Context: an optimization exercise on an open-source flow, tuned for small area, a short achievable clock period and few clock cycles per item. The choices shown serve that exercise and are no tape-out recipe. Function was checked by simulation only, so behaviour that the tests miss may differ from the original.

==> flow/run.sh <==
#!/bin/bash
# synth_recipe.tcl (not shown) runs the flow's synth.tcl, then flattens the netlist and writes it again
# the make line also repeats each setting of config.mk as NAME=value (left out here)
make -C /OpenROAD-flow-scripts/flow DESIGN_CONFIG=/design/flow/config.mk WORK_HOME=/design/flow/orfs CLKGATE_MAP_FILE= SYNTH_SCRIPT=/design/flow/synth_recipe.tcl finish
==> flow/config.mk <==
export PLATFORM = sky130hd
export DESIGN_NAME = le_law
export DESIGN_NICKNAME = le_law
export VERILOG_FILES = /design/flow/design.v
export SDC_FILE = /design/flow/constraint.sdc
export NUM_CORES = 4
export LEC_CHECK = 0
export ABC_AREA = 0
export ABC_CLOCK_PERIOD_IN_PS = 12000
export CAP_MARGIN = 20
export CORE_MARGIN = 2
export CORE_UTILIZATION = 30
export PLACE_DENSITY = 0.45
export SETUP_SLACK_MARGIN = 4
export SLEW_MARGIN = 20
==> flow/constraint.sdc <==
create_clock -name core_clock -period 20.0 [get_ports {clk}]
set_input_delay 4.0000 -clock core_clock [delete_from_list [all_inputs] [get_ports {clk}]]
set_output_delay 4.0000 -clock core_clock [all_outputs]
set_load 0.01 [all_outputs]
==> flow/design.v <==
module fadd (
    input  wire [31:0] a,
    input  wire [31:0] b,
    output wire [31:0] y
);
    function [4:0] lzc32(input [31:0] v);
        reg [15:0] v16;
        reg [7:0]  v8;
        reg [3:0]  v4;
        reg [1:0]  v2;
        reg        z16, z8, z4, z2;
        begin
            z16 = ~(|v[31:16]);  v16 = z16 ? v[15:0]  : v[31:16];
            z8  = ~(|v16[15:8]); v8  = z8  ? v16[7:0] : v16[15:8];
            z4  = ~(|v8[7:4]);   v4  = z4  ? v8[3:0]  : v8[7:4];
            z2  = ~(|v4[3:2]);   v2  = z2  ? v4[1:0]  : v4[3:2];
            lzc32 = {z16, z8, z4, z2, ~v2[1]};
        end
    endfunction
    wire a_nan = (&a[30:23]) & (|a[22:0]);
    wire b_nan = (&b[30:23]) & (|b[22:0]);
    wire a_inf = (&a[30:23]) & ~(|a[22:0]);
    wire b_inf = (&b[30:23]) & ~(|b[22:0]);
    reg  [31:0] cg, cl;
    integer     w, j;
    always @* begin
        cg = {1'b0, b[30:0] & ~a[30:0]};
        cl = {1'b0, ~b[30:0] & a[30:0]};
        for (w = 1; w < 32; w = w * 2)
            for (j = 31; j >= 0; j = j - 1)
                if (j % (2 * w) == 2 * w - 1) begin
                    cg[j] = cg[j] | (~cl[j] & cg[j - w]);
                    cl[j] = cl[j] | (~cg[j] & cl[j - w]);
                end
    end
    wire        swap = cg[31];
    wire [31:0] x = swap ? b : a;
    wire [31:0] z = swap ? a : b;
    wire        xn = |x[30:23];
    wire        zn = |z[30:23];
    wire [7:0]  ex = {x[30:24], x[23] | ~xn};
    wire [7:0]  ea1 = {a[30:24], a[23] | ~(|a[30:23])};
    wire [7:0]  eb1 = {b[30:24], b[23] | ~(|b[30:23])};
    wire [7:0]  dab = ea1 - eb1;
    wire [7:0]  dba = eb1 - ea1;
    wire [7:0]  d  = swap ? dba : dab;
    wire [23:0] mx = {xn, x[22:0]};
    wire [23:0] mz = {zn, z[22:0]};
    reg  [26:0] al;
    reg         st;
    always @* begin
        al = {mz, 3'b000};
        st = 1'b0;
        if (d[0]) begin st = st | al[0];      al = {1'b0,  al[26:1]};  end
        if (d[1]) begin st = st | (|al[1:0]); al = {2'b0,  al[26:2]};  end
        if (d[2]) begin st = st | (|al[3:0]); al = {4'b0,  al[26:4]};  end
        if (d[3]) begin st = st | (|al[7:0]); al = {8'b0,  al[26:8]};  end
        if (d[4]) begin st = st | (|al[15:0]); al = {16'b0, al[26:16]}; end
        if (|d[7:5]) begin st = st | (|al); al = 27'd0; end
    end
    wire        sub = x[31] ^ z[31];
    wire [27:0] xs = {1'b0, mx, 3'b000};
    wire [27:0] zs = {1'b0, al[26:1], al[0] | st};
    wire [27:0] s  = xs + (zs ^ {28{sub}}) + {27'd0, sub};
    wire [26:0] sent = (ex > 8'd27) ? 27'd0 : (27'd1 << (8'd27 - ex));
    wire [26:0] sl = s[26:0] | sent;
    wire [4:0]  lz = lzc32({sl, 5'b11111});
    wire [26:0] sh = s[26:0] << lz;
    wire [26:0] m  = s[27] ? {s[27:2], s[1] | s[0]} : sh;
    wire [8:0]  en = s[27] ? {1'b0, ex} + 9'd1 : {1'b0, ex} - {4'd0, lz};
    wire [7:0]  fe = m[26] ? en[7:0] : 8'd0;
    wire        inc = m[2] & (m[1] | m[0] | m[3]);
    wire [30:0] pk = {fe, m[25:3]} + {30'd0, inc};
    wire        zero = ~(|s);
    wire        ovf = s[27] & (ex == 8'd254);
    assign y = (a_nan | b_nan | (a_inf & b_inf & (a[31] ^ b[31]))) ? 32'h7FC00000 :
               a_inf ? a : b_inf ? b :
               zero ? {a[31] & b[31], 31'd0} :
               ovf ? {x[31], 8'hFF, 23'd0} :
               {x[31], pk};
endmodule
module mul24 (
    input  wire [23:0] a,
    input  wire [23:0] b,
    output wire [47:0] p
);
    wire [26:0] be = {2'b00, b, 1'b0};
    wire [25:0] ae = {1'b0, a, 1'b0};    
    reg  [47:0] row [0:12];
    reg  [12:0] ng;
    reg         one, two;
    integer     j, i;
    always @* begin
        for (j = 0; j < 13; j = j + 1) begin
            one = be[2*j+1] ^ be[2*j];
            two = (be[2*j+2] & ~be[2*j+1] & ~be[2*j]) | (~be[2*j+2] & be[2*j+1] & be[2*j]);
            ng[j] = be[2*j+2];
            row[j] = 48'd0;
            for (i = 0; i < 25; i = i + 1)
                if (2*j + i < 48)
                    row[j][2*j+i] = ((one & ae[i+1]) | (two & ae[i])) ^ ng[j];
            if (j == 0) begin row[0][25] = ng[0]; row[0][26] = ng[0]; row[0][27] = ~ng[0]; end
            else if (j < 12) row[j][2*j+25] = ~ng[j];
            if (j >= 1 && j <= 10) row[j][2*j+26] = 1'b1;
            if (j > 0) row[j][2*j-2] = ng[j-1];
        end
    end
    assign p = row[0] + row[1] + row[2] + row[3] + row[4] + row[5] + row[6] + row[7] +
               row[8] + row[9] + row[10] + row[11] + row[12];
endmodule
module fmul (
    input  wire        clk,
    input  wire        rst,
    input  wire        req,
    input  wire [31:0] a,
    input  wire [31:0] b,
    output wire [31:0] y,
    output wire        stall
);
    wire a_nan = (&a[30:23]) & (|a[22:0]);
    wire b_nan = (&b[30:23]) & (|b[22:0]);
    wire a_inf = (&a[30:23]) & ~(|a[22:0]);
    wire b_inf = (&b[30:23]) & ~(|b[22:0]);
    wire a_zero = ~(|a[30:0]);
    wire b_zero = ~(|b[30:0]);
    wire sg = a[31] ^ b[31];
    wire an = |a[30:23];
    wire bn = |b[30:23];
    wire tiny = ~an & ~bn;
    wire special = a_nan | b_nan | a_inf | b_inf | a_zero | b_zero | tiny;
    wire [7:0]  ea = {a[30:24], a[23] | ~an};
    wire [7:0]  eb = {b[30:24], b[23] | ~bn};
    wire [9:0]  esum = {2'b0, ea} + {2'b0, eb};
    wire signed [10:0] e47f = $signed({1'b0, esum}) - 11'sd126;
    wire slow = ~special & (~an | ~bn | (e47f < 11'sd2));
    reg  [2:0]  fs;
    reg  [4:0]  lz;
    reg  [26:0] wm;
    reg         ws;
    reg signed [10:0] we;
    wire        sw = ~bn;
    wire [23:0] mu = sw ? {bn, b[22:0]} : {an, a[22:0]};
    wire [23:0] mv = sw ? {an, a[22:0]} : {bn, b[22:0]};
    wire [47:0] p;
    mul24 u_m (.a(fs == 3'd0 ? mu : wm[23:0]), .b(mv), .p(p));
    wire [26:0] m0 = p[47] ? p[47:21] : p[46:20];
    wire        s0 = p[47] ? (|p[20:0]) : (|p[19:0]);
    wire signed [10:0] e0 = p[47] ? e47f : e47f - 11'sd1;
    always @(posedge clk) begin
        if (rst) begin
            fs <= 3'd0;
        end else begin
            case (fs)
                3'd0: if (req && slow) begin
                          wm <= {3'd0, mu};
                          lz <= 5'd0;
                          fs <= 3'd1;
                      end
                3'd1: if (wm[23]) fs <= 3'd2;
                      else begin wm <= {3'd0, wm[22:0], 1'b0}; lz <= lz + 5'd1; end
                3'd2: begin
                          wm <= m0; ws <= s0; we <= e0 - $signed({6'd0, lz});
                          fs <= 3'd3;
                      end
                3'd3: if (we < 11'sd1) begin
                          if (we < -11'sd30) begin
                              ws <= ws | (|wm);
                              wm <= 27'd0;
                              we <= 11'sd1;
                          end else begin
                              ws <= ws | wm[0];
                              wm <= {1'b0, wm[26:1]};
                              we <= we + 11'sd1;
                          end
                      end else fs <= 3'd4;
                default: fs <= 3'd0;
            endcase
        end
    end
    assign stall = req & slow & (fs != 3'd4);
    wire        sl  = (fs == 3'd4);
    wire [26:0] m1  = sl ? wm : m0;
    wire        s1  = sl ? ws : s0;
    wire signed [10:0] e1 = sl ? we : e0;
    wire [7:0]  fe  = m1[26] ? e1[7:0] : 8'd0;
    wire        inc = m1[2] & (m1[1] | m1[0] | s1 | m1[3]);
    wire [30:0] pk  = {fe, m1[25:3]} + {30'd0, inc};
    wire        ovf = e1 > 11'sd254;
    assign y = (a_nan | b_nan | (a_inf & b_zero) | (b_inf & a_zero)) ? 32'h7FC00000 :
               (a_inf | b_inf) ? {sg, 8'hFF, 23'd0} :
               (a_zero | b_zero | tiny) ? {sg, 31'd0} :
               ovf ? {sg, 8'hFF, 23'd0} :
               {sg, pk};
endmodule
module fdiv (
    input  wire        clk,
    input  wire        rst,
    input  wire        start,
    input  wire [31:0] a,
    input  wire [31:0] b,
    output wire        done,
    output wire [31:0] q
);
    localparam D_DONE = 3'd0, D_NORM = 3'd1, D_DIV = 3'd2, D_FIX = 3'd3, D_DEN = 3'd4;
    wire a_nan = (&a[30:23]) & (|a[22:0]);
    wire b_nan = (&b[30:23]) & (|b[22:0]);
    wire a_inf = (&a[30:23]) & ~(|a[22:0]);
    wire b_inf = (&b[30:23]) & ~(|b[22:0]);
    wire a_zero = ~(|a[30:0]);
    wire b_zero = ~(|b[30:0]);
    reg  [2:0]  st;
    reg  [1:0]  kind;          
    reg         sg;
    reg  [24:0] rem;
    reg  [23:0] dvs;
    reg  [27:0] quo;
    reg         stk;
    reg signed [9:0] ea, eb;
    reg  [4:0]  cnt;
    wire [25:0] dif = {1'b0, rem} - {2'b0, dvs};
    wire        ge  = ~dif[25];
    wire [7:0]  fe  = quo[26] ? ea[7:0] : 8'd0;
    wire        inc = quo[2] & (quo[1] | quo[0] | stk | quo[3]);
    assign done = (st == D_DONE);
    assign q = (kind == 2'd1) ? 32'h7FC00000 :
               (kind == 2'd2 || (kind == 2'd0 && ea > 10'sd254)) ? {sg, 8'hFF, 23'd0} :
               (kind == 2'd3) ? {sg, 31'd0} :
               {sg, {fe, quo[25:3]} + {30'd0, inc}};
    always @(posedge clk) begin
        if (rst) begin
            st <= D_DONE;
            kind <= 2'd1;
        end else if (start) begin
            sg <= a[31] ^ b[31];
            st <= D_DONE;
            if (a_nan | b_nan | (a_zero & b_zero) | (a_inf & b_inf)) begin
                kind <= 2'd1;
            end else if (a_inf | b_zero) begin
                kind <= 2'd2;
            end else if (a_zero | b_inf) begin
                kind <= 2'd3;
            end else begin
                kind <= 2'd0;
                rem <= {1'b0, |a[30:23], a[22:0]};
                dvs <= {|b[30:23], b[22:0]};
                ea  <= {2'b0, a[30:24], a[23] | ~(|a[30:23])};
                eb  <= {2'b0, b[30:24], b[23] | ~(|b[30:23])};
                st  <= D_NORM;
            end
        end else begin
            case (st)
                D_NORM: begin
                    if (!rem[23]) begin rem <= {rem[23:0], 1'b0}; ea <= ea - 10'sd1; end
                    if (!dvs[23]) begin dvs <= {dvs[22:0], 1'b0}; eb <= eb - 10'sd1; end
                    if (rem[23] & dvs[23]) begin
                        quo <= 28'd0;
                        cnt <= 5'd27;
                        ea  <= ea - eb;
                        st  <= D_DIV;
                    end
                end
                D_DIV: begin
                    quo <= {quo[26:0], ge};
                    rem <= ge ? {dif[23:0], 1'b0} : {rem[23:0], 1'b0};
                    cnt <= cnt - 5'd1;
                    if (cnt == 5'd0) st <= D_FIX;
                end
                D_FIX: begin
                    if (quo[27]) begin
                        quo <= {1'b0, quo[27:1]};
                        stk <= quo[0] | (|rem);
                        ea  <= ea + 10'sd127;
                    end else begin
                        stk <= |rem;
                        ea  <= ea + 10'sd126;
                    end
                    st <= D_DEN;
                end
                D_DEN: begin
                    if (ea < 10'sd1) begin
                        if (ea < -10'sd30) begin
                            stk <= stk | (|quo[26:0]);
                            quo <= 28'd0;
                            ea  <= 10'sd1;
                        end else begin
                            stk <= stk | quo[0];
                            quo <= {2'b0, quo[26:1]};
                            ea  <= ea + 10'sd1;
                        end
                    end else begin
                        st <= D_DONE;
                    end
                end
                default: st <= D_DONE;
            endcase
        end
    end
endmodule
module le_law (
    input  wire        clk,
    input  wire        rst,
    input  wire        cfg_we,
    input  wire [3:0]  cfg_addr,
    input  wire [31:0] cfg_wdata,
    input  wire        in_valid,
    output wire        in_ready,
    input  wire [31:0] in_y,
    input  wire [31:0] in_sp,
    input  wire [31:0] in_ff,
    output reg         out_valid,
    output reg         out_fail,
    output wire [31:0] out_us,
    output wire [31:0] out_r,
    output wire [31:0] out_e,
    output wire [31:0] out_u
);
    localparam A_KP = 4'd0, A_KI = 4'd1, A_KD = 4'd2, A_TF = 4'd3, A_KFF = 4'd4,
               A_KAW = 4'd5, A_UMIN = 4'd6, A_UMAX = 4'd7, A_RATE = 4'd8,
               A_TS = 4'd9, A_IINIT = 4'd10, A_CTRL = 4'd11, A_RESTART = 4'd12;
    reg [31:0] kp, ki, kd, tf, kff, kaw, umin, umax, rate, ts, iinit;
    reg        dsrc;
    reg [1:0]  ffsrc;
    reg [31:0] c_rt, c_kit, c_kawt, c_alpha, c_beta;
    reg [31:0] st_i, st_d, st_xp, st_r, st_t;
    reg        first;
    reg [31:0] y, sp, ff;
    reg        in_bad;
    reg [31:0] rr, re, ru, rdn, rti, rtx, ma, mb, mc;
    function is_nan(input [31:0] v);
        is_nan = (&v[30:23]) & (|v[22:0]);
    endfunction
    function is_nonfinite(input [31:0] v);
        is_nonfinite = &v[30:23];
    endfunction
    function flt(input [31:0] a, input [31:0] b);
        if (is_nan(a) || is_nan(b))
            flt = 1'b0;
        else if (a[30:0] == 0 && b[30:0] == 0)
            flt = 1'b0;
        else if (a[31] != b[31])
            flt = a[31];
        else if (a[31] == 1'b0)
            flt = a[30:0] < b[30:0];
        else
            flt = a[30:0] > b[30:0];
    endfunction
    function [1:0] magcmp31(input [30:0] a, input [30:0] b);
        reg [31:0] g, l;
        integer i, w;
        begin
            g = {1'b0, a & ~b};
            l = {1'b0, ~a & b};
            for (w = 1; w < 32; w = w * 2)
                for (i = 31; i >= 0; i = i - 1)
                    if (i % (2 * w) == 2 * w - 1) begin
                        g[i] = g[i] | (~l[i] & g[i - w]);
                        l[i] = l[i] | (~g[i] & l[i - w]);
                    end
            magcmp31 = {g[31], l[31]};
        end
    endfunction
    function [31:0] neg(input [31:0] v);
        neg = {~v[31], v[30:0]};
    endfunction
    reg [7:0]  kk;             
    reg        fin;            
    reg [2:0]  tail;           
    reg        dirty;          
    reg [2:0]  pre;            
    wire busy = |kk;
    wire idle_ready = !busy && !fin && tail == 3'd0 && pre == 3'd0 && !dirty;
    assign in_ready = last || idle_ready;
    wire take = in_valid && in_ready;
    wire cfg_take = cfg_we && idle_ready;
    wire        chg_s = (sp != mb);
    wire        chg   = (sp != st_t);
    wire [31:0] r0_0  = fin ? (chg_s ? y : rr) : ((first || chg) ? y : st_r);
    wire [31:0] r0    = (first || chg) ? y : st_r;
    wire [31:0] i_p   = first ? iinit : st_i;
    wire [31:0] d_p   = first ? 32'd0 : st_d;
    wire [31:0] d_p0  = fin ? rdn : d_p;
    wire [31:0] x     = dsrc ? re : neg(y);
    wire [31:0] xp    = first ? x : st_xp;
    wire [31:0] xp0   = fin ? mc : xp;
    wire        last  = dsrc ? kk[7] : kk[6];
    wire [31:0] ffsel = (ffsrc == 2'd1) ? ff : (ffsrc == 2'd2) ? rr : 32'd0;
    wire        rate_zero = (rate[30:0] == 31'd0);
    wire [31:0] neg_rt = neg(c_rt);
    wire [1:0]  dcmp   = magcmp31(rdn[30:0], c_rt[30:0]);      
    wire        d_nan  = is_nan(rdn);
    wire        rt_nan = is_nan(c_rt);
    wire        d_z    = (rdn[30:0] == 31'd0);
    wire        rt_z   = (c_rt[30:0] == 31'd0);
    wire        c_lo   = !d_nan && !rt_nan && !(d_z && rt_z) &&
                         ((rdn[31] != !c_rt[31]) ? rdn[31] :
                          (rdn[31] ? dcmp[1] : dcmp[0]));
    wire        c_hi   = !d_nan && !rt_nan && !(d_z && rt_z) &&
                         ((c_rt[31] != rdn[31]) ? c_rt[31] :
                          (c_rt[31] ? dcmp[0] : dcmp[1]));
    wire        c_rr   = !rt_nan && !rt_z && c_rt[31];
    wire [31:0] clamp2 = c_lo ? (c_rr ? c_rt : neg_rt) : (c_hi ? c_rt : rdn);
    wire [31:0] sat1 = flt(ru, umin) ? umin : ru;
    wire [31:0] sat2 = flt(umax, sat1) ? umax : sat1;
    wire        fail = in_bad || is_nonfinite(sat2) || is_nonfinite(rr) || is_nonfinite(re) ||
                       is_nonfinite(ru);
    reg  [31:0] ax_a, ax_b, ay_a, ay_b, m_a, m_b;
    wire [31:0] ax_y, ay_y, m_y;
    reg         div_start;
    reg  [31:0] div_a;
    wire        div_done;
    wire [31:0] div_q;
    wire        m_use = (dsrc ? (kk[1] | kk[3] | kk[4] | kk[5] | kk[6])
                              : (kk[0] | kk[1] | kk[3] | kk[4] | kk[5])) | tail[1] |
                        pre == 3'd1 || pre == 3'd2 || pre == 3'd3;
    wire        mstall;
    fadd u_ax (.a(ax_a), .b(ax_b), .y(ax_y));
    fadd u_ay (.a(ay_a), .b(ay_b), .y(ay_y));
    fmul u_m  (.clk(clk), .rst(rst), .req(m_use), .a(m_a), .b(m_b), .y(m_y), .stall(mstall));
    fdiv u_div (.clk(clk), .rst(rst), .start(div_start), .a(div_a), .b(rtx),
                .done(div_done), .q(div_q));
    wire d1 = dsrc;
    wire d0 = !dsrc;
    wire p1 = (pre == 3'd1), p2 = (pre == 3'd2), p3 = (pre == 3'd3);
    wire xa_sp  = kk[0];
    wire xa_r0  = kk[1];
    wire xa_rr  = kk[2];
    wire xa_x   = d1 & kk[3];
    wire xa_ma  = (d0 & kk[3]) | (d1 & kk[5]);
    wire xa_mc  = kk[4];
    wire xa_ru  = (d0 & (kk[5] | kk[6])) | (d1 & (kk[6] | kk[7]));
    wire xb_r0  = kk[0];
    wire xb_cl  = kk[1];
    wire xb_y   = kk[2];
    wire xb_xp  = d1 & kk[3];
    wire xb_mc  = (d0 & kk[3]) | (d1 & kk[5]);
    wire xb_ip  = kk[4];
    wire xb_dn  = (d0 & kk[5]) | (d1 & kk[6]);
    wire xb_mb  = (d0 & kk[6]) | (d1 & kk[7]);
    wire ma_al  = (d0 & kk[0]) | (d1 & kk[1]);
    wire ma_be  = (d0 & kk[1]) | (d1 & kk[4]);
    wire ma_kp  = kk[3];
    wire ma_ki  = (d0 & kk[4]) | (d1 & kk[5]);
    wire ma_kf  = (d0 & kk[5]) | (d1 & kk[6]);
    wire mb_dp  = ma_al;
    wire mb_tx  = ma_be | tail[1];
    wire mb_re  = kk[3] | ma_ki;
    wire mb_ff  = ma_kf;
    wire mb_ts  = p1 | p2 | p3;
    wire ya_y   = d0 & kk[0];
    wire ya_ip  = (d0 & kk[5]) | (d1 & kk[6]);
    wire ya_mb  = tail[0];
    wire ya_ti  = tail[2];
    wire ya_tf  = !(ya_y | ya_ip | ya_mb | ya_ti);
    function [31:0] sel(input s, input [31:0] v);
        sel = {32{s}} & v;
    endfunction
    always @* begin
        ax_a = sel(xa_sp, sp) | sel(xa_r0, r0) | sel(xa_rr, rr) | sel(xa_x, x) |
               sel(xa_ma, ma) | sel(xa_mc, mc) | sel(xa_ru, ru);
        ax_b = sel(xb_r0, neg(r0_0)) | sel(xb_cl, clamp2) | sel(xb_y, neg(y)) |
               sel(xb_xp, neg(xp)) | sel(xb_mc, mc) | sel(xb_ip, i_p) | sel(xb_dn, rdn) |
               sel(xb_mb, mb);
        m_a  = sel(ma_al, c_alpha) | sel(ma_be, c_beta) | sel(ma_kp, kp) | sel(ma_ki, c_kit) |
               sel(ma_kf, kff) | sel(tail[1], c_kawt) | sel(p1, rate) | sel(p2, ki) | sel(p3, kaw);
        m_b  = sel(mb_dp, d_p0) | sel(mb_tx, rtx) | sel(mb_re, re) | sel(mb_ff, ffsel) |
               sel(mb_ts, ts);
        ay_a = sel(ya_y, neg(y)) | sel(ya_ip, i_p) | sel(ya_mb, mb) | sel(ya_ti, rti) |
               sel(ya_tf, tf);
        ay_b = sel(ya_y, neg(xp0)) | sel(ya_ip, mc) | sel(ya_mb, neg(ru)) | sel(ya_ti, rtx) |
               sel(ya_tf, ts);
    end
    always @* begin
        div_start = 1'b0;
        div_a = tf;
        if (pre == 3'd2 && !mstall) div_start = 1'b1;
        if (pre == 3'd4 && div_done) begin div_start = 1'b1; div_a = kd; end
    end
    always @(posedge clk) begin
        out_valid <= 1'b0;
        if (rst) begin
            kk <= 8'd0;
            fin <= 1'b0;
            tail <= 3'd0;
            dirty <= 1'b0;
            pre <= 3'd0;
            first <= 1'b1;
            kp <= 32'd0; ki <= 32'd0; kd <= 32'd0; tf <= 32'd0; kff <= 32'd0; kaw <= 32'd0;
            umin <= 32'd0; umax <= 32'd0; rate <= 32'd0; ts <= 32'd0; iinit <= 32'd0;
            dsrc <= 1'b0; ffsrc <= 2'd0;
            c_rt <= 32'd0; c_kit <= 32'd0; c_kawt <= 32'd0;
            c_alpha <= 32'h7FC00000; c_beta <= 32'h7FC00000;
            st_i <= 32'd0; st_d <= 32'd0; st_xp <= 32'd0; st_r <= 32'd0; st_t <= 32'd0;
            out_fail <= 1'b0;
        end else if (!mstall) begin
            if (cfg_take) begin
                case (cfg_addr)
                    A_KP:      kp    <= cfg_wdata;
                    A_KI:      ki    <= cfg_wdata;
                    A_KD:      kd    <= cfg_wdata;
                    A_TF:      tf    <= cfg_wdata;
                    A_KFF:     kff   <= cfg_wdata;
                    A_KAW:     kaw   <= cfg_wdata;
                    A_UMIN:    umin  <= cfg_wdata;
                    A_UMAX:    umax  <= cfg_wdata;
                    A_RATE:    rate  <= cfg_wdata;
                    A_TS:      ts    <= cfg_wdata;
                    A_IINIT:   iinit <= cfg_wdata;
                    A_CTRL:    begin dsrc <= cfg_wdata[0]; ffsrc <= cfg_wdata[2:1]; end
                    A_RESTART: first <= 1'b1;
                    default: ;
                endcase
                if (cfg_addr == A_KI || cfg_addr == A_KD || cfg_addr == A_TF ||
                    cfg_addr == A_KAW || cfg_addr == A_RATE || cfg_addr == A_TS)
                    dirty <= 1'b1;
            end
            case (pre)
                3'd0: if (dirty && !busy && !fin && tail == 3'd0) begin
                          rtx <= ay_y;             
                          pre <= 3'd1;
                      end
                3'd1: begin c_rt  <= m_y; pre <= 3'd2; end
                3'd2: begin c_kit <= m_y; pre <= 3'd3; end
                3'd3: begin c_kawt <= m_y; pre <= 3'd4; end
                3'd4: if (div_done) begin c_alpha <= div_q; pre <= 3'd5; end
                3'd5: if (div_done) begin c_beta <= div_q; pre <= 3'd0; dirty <= 1'b0; end
                default: pre <= 3'd0;
            endcase
            if (take) begin
                y  <= in_y;
                sp <= in_sp;
                ff <= in_ff;
            end
            kk <= {kk[6:0], 1'b0};
            if (last || !busy) kk <= {7'd0, take};
            fin <= last;
            tail <= {tail[1:0], 1'b0};
            if (kk[0]) in_bad <= is_nan(y) || is_nan(sp) || (ffsrc == 2'd1 && is_nan(ff));
            if (last) begin
                mb <= sp;                        
                mc <= x;                         
            end
            if (kk[0] | (d0 & kk[3]) | (d1 & kk[5])) rdn <= ax_y;
            if (kk[1]) rr <= rate_zero ? sp : ax_y;
            if (kk[2]) re <= ax_y;
            if (d0 & kk[0]) rtx <= ay_y;
            if (d1 & kk[3]) rtx <= ax_y;
            if (ma_al) ma <= m_y;
            if ((d0 & (kk[1] | kk[3] | kk[4])) | (d1 & (kk[3] | kk[4] | kk[5]))) mc <= m_y;
            if (ma_kf) mb <= m_y;
            if ((d0 & (kk[4] | kk[5] | kk[6])) | (d1 & (kk[4] | kk[6] | kk[7]))) ru <= ax_y;
            if (ya_ip) rti <= ay_y;
            if (fin) begin
                mb <= sat2;
                out_valid <= 1'b1;
                out_fail <= fail;
                if (!fail) begin
                    st_r  <= rr;
                    st_t  <= mb;
                    st_xp <= mc;
                    st_d  <= rdn;
                    first <= 1'b0;
                    tail  <= 3'b001;
                end else if (kk[0]) begin
                    kk <= 8'd1;                  
                end
            end
            if (tail[0]) rtx <= ay_y;            
            if (tail[1]) rtx <= m_y;             
            if (tail[2]) st_i <= ay_y;
        end
    end
    assign out_us = mb;
    assign out_r  = rr;
    assign out_e  = re;
    assign out_u  = ru;
endmodule
==> results of run 1 <==
[layout make-up]
cell class              count  share of cell area (%)
multi-input cells       10270                    57.6
repair buffers           1030                    7.44
clock buffers             230                    3.79
inverters                 542                    1.67
repair inverters            2                 0.00915
clock inverters            49                   0.354
flip-flops and latches   1235                    24.4
diodes                     27                  0.0549
well taps                4557                    4.63
[metal layers]
metal,routed length (µm),vias up
met1,232000,54281
met2,257000,6750
met4,44600,20
li1,-,47983
met3,62800,1730
met5,155,-
[repair_timing]
action | CTS | global route
hold endpoints to repair | 0 | 0
pin swaps | 88 | 115
setup buffers | 155 | 127
setup endpoints to repair | 416 | 388
resized for setup | 256 | 352
gates cloned | 13 | 3
[through the flow]
stage,worst slack [ns],hold WS (ns)
3_3_place_gp,0.794,0.437
2_1_floorplan,3.59,0.428
3_5_place_dp,0.507,0.443
4_1_cts,3.54,0.452
5_1_grt,2.78,0.463
6_report,3.35,0.452
[layout by cell type, fill, tap and decap left out, types with 195 or more instances in the layout]
| cell | Yosys | final |
|---|---|---|
| sky130_fd_sc_hd__edfxtp_1 | 533 | 533 |
| sky130_fd_sc_hd__fa_1 | 238 | 237 |
| sky130_fd_sc_hd__nand2_1 | 2182 | 2111 |
| sky130_fd_sc_hd__clkdlybuf4s50_1 | 0 | 259 |
| sky130_fd_sc_hd__a21oi_1 | 1292 | 1225 |
| sky130_fd_sc_hd__ha_1 | 386 | 373 |
| sky130_fd_sc_hd__a22oi_1 | 199 | 195 |
| sky130_fd_sc_hd__nor2_1 | 917 | 852 |
| sky130_fd_sc_hd__mux2i_1 | 350 | 315 |
| sky130_fd_sc_hd__inv_1 | 526 | 522 |
| sky130_fd_sc_hd__o21ai_0 | 494 | 442 |
| sky130_fd_sc_hd__o22ai_1 | 336 | 334 |
| sky130_fd_sc_hd__buf_4 | 29 | 642 |
| sky130_fd_sc_hd__dfxtp_1 | 702 | 690 |
| sky130_fd_sc_hd__xnor2_1 | 511 | 479 |
| sky130_fd_sc_hd__nand3_1 | 261 | 250 |
[critical path: cells and delay by family (launching register included)]
kind	cells	cell delay (ns)
AOI/OAI and AO/OA	37	6.95
adders and majority gates	8	3.17
buffers and inverters	20	3.04
and+or+nand+nor	14	2.17
DFF	1	0.43
muxes	1	0.38
xor gates and xnor gates	3	0.37
[worst paths after layout]
kind	startpoint	to	slack (ns)	depth (start not counted)
setup / recovery	dsrc	c_rt[3]	3.35	83
hold / removal	st_r[18]	st_r[18]	0.45	2
setup reg to reg	dsrc	c_rt[3]	3.35	83
hold reg to reg	st_r[18]	st_r[18]	0.45	2
[kinds of logic (layout without fill, tap and decap cells)]
kind of cell / count (synthesis) / after routing / share of synthesized area (%)
AND/OR/NAND/NOR: 4524 / 4527 / 19.6
multiplexers: 481 / 484 / 4.92
buffers and inverters: 1546 / 1853 / 5.92
flip-flops: 1235 / 1235 / 29.0
XOR/XNOR: 698 / 699 / 5.92
other: 0 / 27 / 0
AO/OA/AOI/OAI: 3912 / 3915 / 25.2
adder cells (fa/ha/maj): 645 / 645 / 9.45
==> run summary, run 1 <==
run status complete, no violations; share of the yosys chip area belonging to registers between 20 and 30%; half-perimeter wire length after placement 440 mm; number of antenna violations at the first check in global routing 57; Detail Route Antenna Nets 0; CTS tree done; Final Routed Wirelength 597 mm; FMAX around 60 MHz; final instance area ~120000 µm²; cell area after synthesis about 100000 µm²; global-route wire length before repair roughly 820 mm; detailed-route DRC error count 0; maxcap violations 0; Post-Synthesis Net Count around 14000; transition time at the pin with the least slew margin 1.36 ns; placeable core area approximately 340000 µm²; via count approximately 110k; total CTS buffers ~160; GR Util met2 49.5%; layout overhead on the synthesized area 18.6%; filler cell count 36113; EDFF count, synth about 530; crit start category flip-flop; final total negative setup slack 0 ns; minimum clock period after layout 16.65 ns; total congestion overflow 0; area share of the leading cell type in the synthesized netlist 15.4%; Crit Path Max Fanout 25; critical path data required time slightly above 20 ns; GR Util All Layers about a third; initial core utilization 30.2%; hold violation count in the final report 0; GP Congestion a little over 1; Rel. slew slack a little under a tenth; placed cell areas around 110000 µm²; GR Util met1 around two fifths; worst setup skew after layout 0.0975 ns; type of the tightest min-delay check flip-flop to flip-flop; cell repeated most along the worst path sky130_fd_sc_hd__o21a_1; final std cells w/o fill ~18000; unrepaired setup endpoints after global routing true; total area of multi-input combinational cells approximately 70000 µm²; clk root buf sky130_fd_sc_hd__clkbuf_16; Yosys reg bits about 1200; period utilisation layout between 80% and 90%; library cell with the highest instance count after synthesis sky130_fd_sc_hd__nand2_1; longest individual stage delay on the worst path around 0.53 ns; CP arrival about 17 ns; met3 global-route usage under 10%; fin nets about 14000; number of buffers on the longest clock path 4; drt pass-1 iters 13; fraction of registers with async set/reset 0%; vias in the first global route 101287; I/O pin count about 270; number of clock sinks approximately 1200; syn_area_per_cell ~8.0 µm²; WL per Instance 33.3 µm; standard cell with the maximum stage delay on the critical path sky130_fd_sc_hd__or4_4; Reg area about 30000 µm²; first-iteration detailed-routing DRC count ~16000; synth unique cells roughly 140; library cell occupying the most area in the post-synthesis netlist sky130_fd_sc_hd__edfxtp_1; latest clock arrival within the worst-skew pair 0.88 ns; row cnt 215; count of pins over their slew limit 0; final cell utilization of the core 35.8%; clock-pin slew on the worst setup and hold paths about 0.070 ns; deepest level of the CTS H-tree 4; Final Setup Violations 0; critical path start-end classification flip-flop to flip-flop; Synth area leaders sky130_fd_sc_hd__edfxtp_1 15%, sky130_fd_sc_hd__dfxtp_1 14%, sky130_fd_sc_hd__nand2_1 7.9%; instance count after placement with tap cells included around 17000; Die Span Y ~600 µm; share of post-route cells with drive strength above 1 13.9%; number of buffers added on ports approximately 270; hold buffer count at CTS 0; warning count from the yosys run 6; Die ar. approximately 350000 µm²; width of the die between 500 and 600 µm; type of destination of the critical path flip-flop; ranking of synthesized cells by instance count 2182 x sky130_fd_sc_hd__nand2_1, 1292 x sky130_fd_sc_hd__a21oi_1, 917 x sky130_fd_sc_hd__nor2_1; layer with the highest usage met2; cell count after synthesis around 13000; number of vias per cell after detailed routing about 6; flip-flop cell with the highest count after synthesis sky130_fd_sc_hd__dfxtp_1; largest net degree at the start of global routing 179
Testbench counts, summed over its fixed seeds: cycles 11,624, samples 1,600.
==> run 2, diff against run 1 <==
--- a/flow/design.v
+++ b/flow/design.v
@@ -134,32 +134,35 @@
     wire signed [10:0] e47f = $signed({1'b0, esum}) - 11'sd126;
     wire slow = ~special & (~an | ~bn | (e47f < 11'sd2));
     reg  [2:0]  fs;
+    reg         ua;            
     reg  [4:0]  lz;
     reg  [26:0] wm;
     reg         ws;
     reg signed [10:0] we;
-    wire        sw = ~bn;
-    wire [23:0] mu = sw ? {bn, b[22:0]} : {an, a[22:0]};
-    wire [23:0] mv = sw ? {an, a[22:0]} : {bn, b[22:0]};
+    wire [23:0] ma = {an, a[22:0]};
+    wire [23:0] mb = {bn, b[22:0]};
+    wire        nz = (fs != 3'd0);
     wire [47:0] p;
-    mul24 u_m (.a(fs == 3'd0 ? mu : wm[23:0]), .b(mv), .p(p));
+    mul24 u_m (.a(nz && !ua ? wm[23:0] : mb), .b(nz && ua ? wm[23:0] : ma), .p(p));
     wire [26:0] m0 = p[47] ? p[47:21] : p[46:20];
     wire        s0 = p[47] ? (|p[20:0]) : (|p[19:0]);
-    wire signed [10:0] e0 = p[47] ? e47f : e47f - 11'sd1;
+    wire signed [10:0] e0h = e47f - $signed({6'd0, lz});
+    wire signed [10:0] e0l = e47f - 11'sd1 - $signed({6'd0, lz});
     always @(posedge clk) begin
         if (rst) begin
             fs <= 3'd0;
         end else begin
             case (fs)
                 3'd0: if (req && slow) begin
-                          wm <= {3'd0, mu};
+                          ua <= ~an;
+                          wm <= {3'd0, ~an ? ma : mb};
                           lz <= 5'd0;
                           fs <= 3'd1;
                       end
                 3'd1: if (wm[23]) fs <= 3'd2;
                       else begin wm <= {3'd0, wm[22:0], 1'b0}; lz <= lz + 5'd1; end
                 3'd2: begin
-                          wm <= m0; ws <= s0; we <= e0 - $signed({6'd0, lz});
+                          wm <= m0; ws <= s0; we <= p[47] ? e0h : e0l;
                           fs <= 3'd3;
                       end
                 3'd3: if (we < 11'sd1) begin
@@ -178,19 +181,24 @@
         end
     end
     assign stall = req & slow & (fs != 3'd4);
-    wire        sl  = (fs == 3'd4);
-    wire [26:0] m1  = sl ? wm : m0;
-    wire        s1  = sl ? ws : s0;
-    wire signed [10:0] e1 = sl ? we : e0;
-    wire [7:0]  fe  = m1[26] ? e1[7:0] : 8'd0;
-    wire        inc = m1[2] & (m1[1] | m1[0] | s1 | m1[3]);
-    wire [30:0] pk  = {fe, m1[25:3]} + {30'd0, inc};
-    wire        ovf = e1 > 11'sd254;
+    wire        sth  = |p[20:0];
+    wire        stl  = |p[19:0];
+    wire        inch = p[23] & (p[22] | p[21] | sth | p[24]);
+    wire        incl = p[22] & (p[21] | p[20] | stl | p[23]);
+    wire signed [10:0] e47l = e47f - 11'sd1;
+    wire [30:0] pkh  = {e47f[7:0], p[46:24]} + {30'd0, inch};
+    wire [30:0] pkl  = {e47l[7:0], p[45:23]} + {30'd0, incl};
+    wire        ovfh = e47f > 11'sd254;
+    wire        ovfl = e47l > 11'sd254;
+    wire [30:0] pkf  = p[47] ? (ovfh ? {8'hFF, 23'd0} : pkh) : (ovfl ? {8'hFF, 23'd0} : pkl);
+    wire        sl   = (fs == 3'd4);
+    wire [7:0]  fes  = wm[26] ? we[7:0] : 8'd0;
+    wire        incs = wm[2] & (wm[1] | wm[0] | ws | wm[3]);
+    wire [30:0] pks  = (we > 11'sd254) ? {8'hFF, 23'd0} : {fes, wm[25:3]} + {30'd0, incs};
     assign y = (a_nan | b_nan | (a_inf & b_zero) | (b_inf & a_zero)) ? 32'h7FC00000 :
                (a_inf | b_inf) ? {sg, 8'hFF, 23'd0} :
                (a_zero | b_zero | tiny) ? {sg, 31'd0} :
-               ovf ? {sg, 8'hFF, 23'd0} :
-               {sg, pk};
+               {sg, sl ? pks : pkf};
 endmodule
 module fdiv (
     input  wire        clk,
@@ -454,16 +462,49 @@
     function [31:0] sel(input s, input [31:0] v);
         sel = {32{s}} & v;
     endfunction
+    wire [7:0] kk_n   = (fin && fail && kk[0]) ? 8'd1 :
+                        (last || !busy) ? {7'd0, take} : {kk[6:0], 1'b0};
+    wire [2:0] tail_n = (fin && !fail) ? 3'b001 : {tail[1:0], 1'b0};
+    reg  [2:0] pre_n;
+    always @* begin
+        case (pre)
+            3'd0: pre_n = (dirty && !busy && !fin && tail == 3'd0) ? 3'd1 : 3'd0;
+            3'd1: pre_n = 3'd2;
+            3'd2: pre_n = 3'd3;
+            3'd3: pre_n = 3'd4;
+            3'd4: pre_n = div_done ? 3'd5 : 3'd4;
+            3'd5: pre_n = div_done ? 3'd0 : 3'd5;
+            default: pre_n = 3'd0;
+        endcase
+    end
+    wire [31:0] m_a_n = sel((d0 & kk_n[0]) | (d1 & kk_n[1]), c_alpha) |
+                        sel((d0 & kk_n[1]) | (d1 & kk_n[4]), c_beta) |
+                        sel(kk_n[3], kp) |
+                        sel((d0 & kk_n[4]) | (d1 & kk_n[5]), c_kit) |
+                        sel((d0 & kk_n[5]) | (d1 & kk_n[6]), kff) |
+                        sel(tail_n[1], c_kawt) |
+                        sel(pre_n == 3'd1, rate) | sel(pre_n == 3'd2, ki) | sel(pre_n == 3'd3, kaw);
+    wire [31:0] d_n   = d0 ? (last ? rdn : d_p) : ((fin && !fail) ? rdn : d_p);
+    wire [31:0] m_b_n = sel((d0 & kk_n[0]) | (d1 & kk_n[1]), d_n) |
+                        sel((d0 & kk_n[1]) | tail_n[1], ay_y) |
+                        sel(kk_n[3] | (d1 & kk_n[4]), ax_y) |
+                        sel((d0 & kk_n[4]) | (d1 & kk_n[5]), re) |
+                        sel((d0 & kk_n[5]) | (d1 & kk_n[6]), ffsel) |
+                        sel(pre_n == 3'd1 || pre_n == 3'd2 || pre_n == 3'd3, ts);
+    reg  [31:0] m_ar, m_br;
+    always @(posedge clk)
+        if (!mstall) begin
+            m_ar <= m_a_n;
+            m_br <= m_b_n;
+        end
     always @* begin
         ax_a = sel(xa_sp, sp) | sel(xa_r0, r0) | sel(xa_rr, rr) | sel(xa_x, x) |
                sel(xa_ma, ma) | sel(xa_mc, mc) | sel(xa_ru, ru);
         ax_b = sel(xb_r0, neg(r0_0)) | sel(xb_cl, clamp2) | sel(xb_y, neg(y)) |
                sel(xb_xp, neg(xp)) | sel(xb_mc, mc) | sel(xb_ip, i_p) | sel(xb_dn, rdn) |
                sel(xb_mb, mb);
-        m_a  = sel(ma_al, c_alpha) | sel(ma_be, c_beta) | sel(ma_kp, kp) | sel(ma_ki, c_kit) |
-               sel(ma_kf, kff) | sel(tail[1], c_kawt) | sel(p1, rate) | sel(p2, ki) | sel(p3, kaw);
-        m_b  = sel(mb_dp, d_p0) | sel(mb_tx, rtx) | sel(mb_re, re) | sel(mb_ff, ffsel) |
-               sel(mb_ts, ts);
+        m_a  = m_ar;
+        m_b  = m_br;
         ay_a = sel(ya_y, neg(y)) | sel(ya_ip, i_p) | sel(ya_mb, mb) | sel(ya_ti, rti) |
                sel(ya_tf, tf);
         ay_b = sel(ya_y, neg(xp0)) | sel(ya_ip, mc) | sel(ya_mb, neg(ru)) | sel(ya_ti, rtx) |
--- a/flow/config.mk
+++ b/flow/config.mk
@@ -5,11 +5,11 @@
 export SDC_FILE = /design/flow/constraint.sdc
 export NUM_CORES = 4
 export LEC_CHECK = 0
-export ABC_AREA = 0
+export ABC_AREA = 1
 export ABC_CLOCK_PERIOD_IN_PS = 12000
 export CAP_MARGIN = 20
 export CORE_MARGIN = 2
 export CORE_UTILIZATION = 30
 export PLACE_DENSITY = 0.45
-export SETUP_SLACK_MARGIN = 4
+export SETUP_SLACK_MARGIN = 5
 export SLEW_MARGIN = 20
==> run 2 against run 1 <==
Effect of this change:
- maximum frequency increased by 16%
- wire length increased by 15%
- register-to-register slack improved by 2.3 ns
- die area rose by 4.7%
- utilization shrank 1.3 points
- hold slack worse by 0.010 ns
- non-clock buffer count decreased by 319
- synthesized area grew 4.7%
==> run summary, run 2 <==
Detail Route Antenna Nets 0 (unchanged); RR Endpoint m_br[0]; library cell with the highest instance count after synthesis sky130_fd_sc_hd__nand2_1; Synth area leaders sky130_fd_sc_hd__edfxtp_1 17%, sky130_fd_sc_hd__dfxtp_1 13%, sky130_fd_sc_hd__nand2_1 11%; period utilisation layout 71.9% (-11 points); placeable core area 361000 µm² (+5.1%); final total negative setup slack 0 ns (unchanged); Crit Path Max Fanout 37 (+48%); crit start category flip-flop; unrepaired setup endpoints after global routing true; worst r2r path cells 73 (-12%); type of the tightest min-delay check flip-flop to flip-flop; origin of the critical flop-to-flop path dsrc; half-perimeter wire length after placement 524 mm (+19%); GR Util All Layers 36.1% (+3.6 points); longest individual stage delay on the worst path 0.96 ns (+0.43 ns); instance count after placement with tap cells included 20208 (+17%); Die Span Y 606 µm (+2.3%); vias in the first global route 109867 (+8.5%); area share of the leading cell type in the synthesized netlist 16.5% (+1.1 points); beginning of the worst hold path kd[2]; cell repeated most along the worst path sky130_fd_sc_hd__nand2_1; cell area after synthesis 109000 µm² (+4.7%); standard cell with the maximum stage delay on the critical path sky130_fd_sc_hd__inv_1; row cnt 221 (+2.8%); Final Setup Violations 0 (unchanged); WL per Instance 33.2 µm (about the same); Final Routed Wirelength 686 mm (+15%); worst setup skew after layout 0.114 ns (+0.0170 ns); CTS tree done; buffers and inverters on the worst path 9 (-55%); share of the yosys chip area belonging to registers 29.4% (+0.49 points); transition time at the pin with the least slew margin 1.39 ns (+0.0246 ns); layout overhead on the synthesized area 14.6%; number of antenna violations at the first check in global routing 85 (+49%); hold violation count in the final report 0 (unchanged); type of destination of the critical path flip-flop; I/O pin count 267 (unchanged); number of clock sinks 1300 (+5.3%); most frequent standard cell in the layout excluding fill and tap cells sky130_fd_sc_hd__nand2_1; via count 120142 (+8.5%); final instance area 125000 µm² (+1.2%); clk root buf sky130_fd_sc_hd__clkbuf_16; Post-Synthesis Net Count 16410 (+19%); placed cell areas 117000 µm² (+3.7%); FMAX 69.6 MHz (+16%); latest clock arrival within the worst-skew pair 0.95 ns (+0.07 ns); number of vias per cell after detailed routing 5.82 (-5.8%); width of the die 606 µm (+2.3%); critical path start-end classification flip-flop to flip-flop; minimum clock period after layout 14.38 ns (-2.27 ns); maxcap violations 0 (unchanged); synth unique cells 96 (-31%); share of post-route cells with drive strength above 1 8.52% (-5.3 points); total area of multi-input combinational cells 66700 µm² (-6.0%); largest net degree at the start of global routing 118 (-34%); total CTS buffers 165 (+5.1%); Rel. slew slack 7.14% (-2.0 points); Yosys reg bits 1300 (+5.3%); Min-Delay Endpoint kd[2]; drt pass-1 iters 8 (-5); Die ar. 367000 µm² (+4.7%); first-iteration detailed-routing DRC count 16576 (+5.0%); fraction of registers with async set/reset 0% (unchanged); final std cells w/o fill 20653 (+15%); syn_area_per_cell 6.95 µm² (-13%); total congestion overflow 0 (unchanged); number of buffers on the longest clock path 4 (unchanged); EDFF count, synth 598 (+12%); critical path data required time 20.59 ns (-0.18 ns); top library cells by usage in the layout, fill and taps aside 3080 x sky130_fd_sc_hd__nand2_1, 1892 x sky130_fd_sc_hd__inv_1, 1368 x sky130_fd_sc_hd__o21ai_0; cell count after synthesis 15641 (+20%); library cell occupying the most area in the post-synthesis netlist sky130_fd_sc_hd__edfxtp_1; fin nets 16451 (+18%); run status complete, no violations; clock-pin slew on the worst setup and hold paths 0.06 ns (about the same); Reg area 32000 µm² (+6.5%); Worst Hold Path Cells 2 (unchanged); count of pins over their slew limit 0 (unchanged); global-route wire length before repair 928 mm (+14%); CP arrival 14.96 ns (-2.46 ns); R2R setup slack 5.62 ns (+2.27 ns); warning count from the yosys run 6 (unchanged); detailed-route DRC error count 0 (unchanged); number of buffers added on ports 266 (unchanged); deepest level of the CTS H-tree 4 (unchanged); GP Congestion 1.12 (+9.6%); initial core utilization 30.1% (-0.11 points); flip-flop cell with the highest count after synthesis sky130_fd_sc_hd__dfxtp_1; filler cell count 39224 (+8.6%); family with the most delay on the worst path simple AND/OR/NAND/NOR gates; ranking of synthesized cells by instance count 3122 x sky130_fd_sc_hd__nand2_1, 1913 x sky130_fd_sc_hd__inv_1, 1401 x sky130_fd_sc_hd__o21ai_0
-- run 2: per-layer routing --
layer	global-route usage (%)	wire [µm]	vias to the layer above
met1	46.3	278000	58237
li1	-	-	53281
met3	10.9	73300	1672
met2	52.0	280000	6926
met4	24.2	54500	26
met5	0.300	805	-
-- run 2: cells by family (layout without fill, tap and decap cells) --
family          Yosys count  count (layout)  synth area share (%)
xor+xnor                605             605                  4.91
simple gates           6211            6219                  24.9
other cells               0              50                     0
mux                      13              13                 0.120
buf+inv                2927            3082                  10.5
fa+ha+maj               633             633                  8.95
compound gates         3952            3957                  21.2
flops                  1300            1300                  29.4
-- run 2: through the flow --
step / hold WS [ns] / setup WS, ns / util (%)
3_5_place_dp: 0.434 / 2.56 / 32.4
3_3_place_gp: 0.429 / 2.19 / 32.3
2_1_floorplan: 0.420 / 7.66 / -
4_1_cts: 0.443 / 5.00 / 34.0
6_report: 0.442 / 5.62 / 34.5
5_1_grt: 0.458 / 4.94 / 34.4
-- run 2: layout make-up --
class / instances / share of cell area [%]
multi-input combinational: 11427 / 53.5
sequential: 1300 / 25.7
inverter: 2077 / 6.38
timing repair buffer: 711 / 5.19
tap: 4794 / 4.81
clock buffer: 239 / 3.84
clock inverter: 55 / 0.433
antenna: 50 / 0.100
-- run 2: timing repair --
| item | 4_1_cts | 5_1_grt |
|---|---|---|
| pin swaps | 6 | 26 |
| gates cloned | 5 | 9 |
| hold buffers | 0 | 0 |
| setup endpoints to repair | 413 | 403 |
| setup buffers | 23 | 59 |
| gates resized for setup | 95 | 197 |
-- run 2: how the worst max path moves through the flow --
stage	slack (ns)	end	cells past startpoint	startpoint
6_report	5.62	m_br[0]	73	dsrc
5_1_grt	4.94	rr[22]	89	rdn[7]
4_1_cts	5.00	rtx[28]	86	dsrc
3_5_place_dp	2.56	m_br[20]	79	dsrc
3_3_place_gp	2.19	rr[30]	82	dsrc
2_1_floorplan	7.66	u_m.we[8]	83	u_m.fs[0]
-- run 2: worst register-to-register path, delay by kind of cell, from the launching register on --
family                     cells  cell delay, ns
AOI/OAI and AO/OA             14            3.96
adders and majority gates      2            0.54
and+or+nand+nor               48            6.49
DFF                            1            0.42
buffers and inverters          9            2.68
Testbench counts of run 2, summed over its fixed seeds: cycles 11,624, samples 1,600.
==> run 3, diff against run 2 <==
--- a/flow/config.mk
+++ b/flow/config.mk
@@ -10,6 +10,5 @@
 export CAP_MARGIN = 20
 export CORE_MARGIN = 2
 export CORE_UTILIZATION = 30
-export PLACE_DENSITY = 0.45
 export SETUP_SLACK_MARGIN = 5
 export SLEW_MARGIN = 20
==> run 3 against run 2 <==
Effect of this change:
- via count up 2.7%
- maximum frequency decreased by 0.25%
- synthesized cell count is the same
- critical path type unchanged
- critical endpoint is now rtx[22]
- highest routed layer unchanged
==> run summary, run 3 <==
run status complete, no violations; flip-flop cell with the highest count after synthesis sky130_fd_sc_hd__dfxtp_1; longest individual stage delay on the worst path 0.89 ns (-0.07 ns); Die Span Y 606 µm (unchanged); EDFF count, synth 598 (unchanged); beginning of the worst hold path kd[28]; synth unique cells 96 (unchanged); number of buffers added on ports 266 (unchanged); Final Routed Wirelength 716 mm (+4.3%); GR Util All Layers 37.5% (+1.4 points); Yosys reg bits 1300 (unchanged); area share of the leading cell type in the synthesized netlist 16.5% (unchanged); Crit Path Max Fanout 32 (-14%); share of the yosys chip area belonging to registers 29.4% (unchanged); CP arrival 15.02 ns (+0.06 ns); Worst Hold Path Cells 2 (unchanged); transition time at the pin with the least slew margin 1.33 ns (-0.0539 ns); Synth area leaders sky130_fd_sc_hd__edfxtp_1 17%, sky130_fd_sc_hd__dfxtp_1 13%, sky130_fd_sc_hd__nand2_1 11%; number of antenna violations at the first check in global routing 124 (+46%); placeable core area 361000 µm² (unchanged); hold buffer count at CTS 0 (unchanged); total congestion overflow 0 (unchanged); maxcap violations 0 (unchanged); period utilisation layout 72.1% (+0.18 points); instance count after placement with tap cells included 20274 (+0.33%); fraction of registers with async set/reset 0% (unchanged); number of vias per cell after detailed routing 5.94 (+2.2%); final total negative setup slack 0 ns (unchanged); minimum clock period after layout 14.41 ns (+0.0356 ns); library cell with the highest instance count after synthesis sky130_fd_sc_hd__nand2_1; share of post-route cells with drive strength above 1 9.33% (+0.81 points); Rel. slew slack 10.7% (+3.6 points); filler cell count 39196 (-0.071%); detailed-route DRC error count 0 (unchanged); deepest level of the CTS H-tree 4 (unchanged); GP Congestion 1.13 (+1.2%); R2R setup slack 5.59 ns (-0.04 ns); global-route wire length before repair 954 mm (+2.8%); library cell occupying the most area in the post-synthesis netlist sky130_fd_sc_hd__edfxtp_1; via count 123410 (+2.7%); hold slack final 0.442 ns (+0.0000580 ns); clock-pin slew on the worst setup and hold paths 0.06 ns (about the same); type of the tightest min-delay check flip-flop to flip-flop; width of the die 606 µm (unchanged); WL per Instance 34.5 µm (+3.8%); worst r2r path cells 77 (+5.5%); origin of the critical flop-to-flop path y[22]; first-iteration detailed-routing DRC count 17836 (+7.6%); CTS tree done; type of destination of the critical path flip-flop; half-perimeter wire length after placement 551 mm (+5.2%); worst setup skew after layout 0.128 ns (+0.0131 ns); fin nets 16546 (+0.58%); critical path data required time 20.60 ns (about the same); syn_area_per_cell 6.95 µm² (unchanged); Min-Delay Endpoint kd[28]; drt pass-1 iters 9 (+1); clk root buf sky130_fd_sc_hd__clkbuf_16; crit start category flip-flop; unrepaired setup endpoints after global routing true; Die ar. 367000 µm² (unchanged); final std cells w/o fill 20767 (+0.55%); Detail Route Antenna Nets 0 (unchanged); row cnt 221 (unchanged); largest net degree at the start of global routing 110 (-6.8%); number of buffers on the longest clock path 4 (unchanged); top library cells by usage in the layout, fill and taps aside 3068 x sky130_fd_sc_hd__nand2_1, 1893 x sky130_fd_sc_hd__inv_1, 1356 x sky130_fd_sc_hd__o21ai_0; number of clock sinks 1300 (unchanged); Final Setup Violations 0 (unchanged); cell area after synthesis 109000 µm² (unchanged); most frequent standard cell in the layout excluding fill and tap cells sky130_fd_sc_hd__nand2_1; RR Endpoint rtx[22]; vias in the first global route 110734 (+0.79%); hold violation count in the final report 0 (unchanged); critical path start-end classification flip-flop to flip-flop; Post-Synthesis Net Count 16410 (unchanged); initial core utilization 30.1% (unchanged); layout overhead on the synthesized area 15.4%; FMAX 69.4 MHz (-0.25%); ranking of synthesized cells by instance count 3122 x sky130_fd_sc_hd__nand2_1, 1913 x sky130_fd_sc_hd__inv_1, 1401 x sky130_fd_sc_hd__o21ai_0; standard cell with the maximum stage delay on the critical path sky130_fd_sc_hd__o21ai_1; warning count from the yosys run 6 (unchanged); cell repeated most along the worst path sky130_fd_sc_hd__nand2_1; cell count after synthesis 15641 (unchanged); total CTS buffers 162 (-1.8%); I/O pin count 267 (unchanged); count of pins over their slew limit 0 (unchanged); final instance area 125000 µm² (+0.72%); latest clock arrival within the worst-skew pair 0.93 ns (-0.02 ns); placed cell areas 117000 µm² (+0.41%)
-- run 3: cell count changes in the layout (fill, tap and decap cells not counted), moves of 9 or more --
| cell | previous run | this run |
|---|---|---|
| sky130_fd_sc_hd__nand2_1 | 3080 | 3068 |
| sky130_fd_sc_hd__nand2_2 | 80 | 89 |
| sky130_fd_sc_hd__diode_2 | 50 | 74 |
| sky130_fd_sc_hd__clkbuf_1 | 44 | 33 |
| sky130_fd_sc_hd__buf_4 | 398 | 498 |
| sky130_fd_sc_hd__clkinv_2 | 19 | 35 |
| sky130_fd_sc_hd__o21ai_2 | 43 | 53 |
| sky130_fd_sc_hd__o21ai_0 | 1368 | 1356 |
-- run 3: through the flow --
stage               utilization (%)  setup WS, ns
floorplan                         -          7.66
global placement               32.5          3.17
detailed placement             32.5          3.21
CTS                            34.1          4.92
global route                   34.7          4.95
finish                         34.7          5.59
-- run 3: worst max-delay path by stage --
stage / from / to / slack, ns / cells past startpoint
2_1_floorplan: u_m.fs[0] / u_m.we[8] / 7.66 / 83
3_3_place_gp: dsrc / rtx[28] / 3.17 / 83
3_5_place_dp: dsrc / rtx[28] / 3.21 / 83
4_1_cts: dsrc / rtx[28] / 4.92 / 85
5_1_grt: dsrc / rtx[26] / 4.95 / 84
6_report: y[22] / rtx[22] / 5.59 / 77
-- run 3: worst max-delay path: cells and delay by family, from the launching register on --
kind | cells | cell delay [ns]
AO/OA/AOI/OAI | 20 | 4.08
AND/OR/NAND/NOR | 46 | 7.04
adder cells (fa/ha/maj) | 3 | 0.78
flip-flops | 1 | 0.65
multiplexers | 1 | 0.24
buffers and inverters | 7 | 1.27
-- run 3: final cells by class --
cell class | count | area (µm²) | share of cell area [%]
Antenna cell | 74 | 185 | 0.148
Clock buffer | 220 | 4620 | 3.68
Clock inverter | 66 | 644 | 0.514
Inverter | 2077 | 7900 | 6.30
Multi-Input combinational cell | 11426 | 66900 | 53.3
Sequential cell | 1300 | 32000 | 25.5
Tap cell | 4794 | 6000 | 4.78
Timing Repair Buffer | 809 | 7170 | 5.71
Timing Repair inverter | 1 | 5.00 | 0.00399
-- run 3: per-layer routing --
metal / up-vias / global-route usage (%) / wire [µm] / share of wire (%)
met5: - / 0 / 593 / 0.083
met4: 52 / 28.2 / 63800 / 8.9
met3: 1902 / 10.4 / 81300 / 11
met2: 8133 / 54.3 / 293000 / 41
met1: 59816 / 47.3 / 277000 / 39
li1: 53507 / - / - / -
-- run 3: logic make-up (layout without fill, tap and decap cells) --
group	after synthesis	count (layout)	share of synthesized area, %
DFF	1300	1300	29.4
and+or+nand+nor	6211	6219	24.9
AOI/OAI and AO/OA	3952	3956	21.2
other	0	74	0
adders and majority gates	633	633	8.95
buffers and inverters	2927	3173	10.5
xor gates and xnor gates	605	605	4.91
muxes	13	13	0.120
-- run 3: what timing repair did --
| item | CTS | global route |
|---|---|---|
| buffers inserted | 11 | 104 |
| pin swaps | 12 | 31 |
| resized for setup | 105 | 231 |
| gates cloned | 8 | 8 |
| setup endpoints to repair | 378 | 426 |

re-timing with driven ports:
The results above use ideal ports. As a check the final layouts listed here were re-extracted and re-timed, cells and wires unchanged. Step 1 (the two cells are an assumption about what drives the block):
set clk [get_ports {clk}]
set_driving_cell -lib_cell sky130_fd_sc_hd__clkbuf_16 $clk
set_driving_cell -lib_cell sky130_fd_sc_hd__buf_2 [delete_from_list [all_inputs] $clk]
Step 2 times the ports against the registers' clock, not the clock port: input delays grow and output delays shrink by t, the midpoint of the rising clock arrivals with the driver on. Three values: no drivers, after step 1, after step 2; two values: the first two.
run	t (ns)	setup WS [ns]	worst setup path after step 2
run 1	0.935	3.352 / 3.352 / 3.352	register to register
run 2	1.008	5.623 / 5.623 / 5.623	register to register
run 3	0.984	5.587 / 5.587 / 5.587	register to register
After both steps every run listed still meets setup and hold.
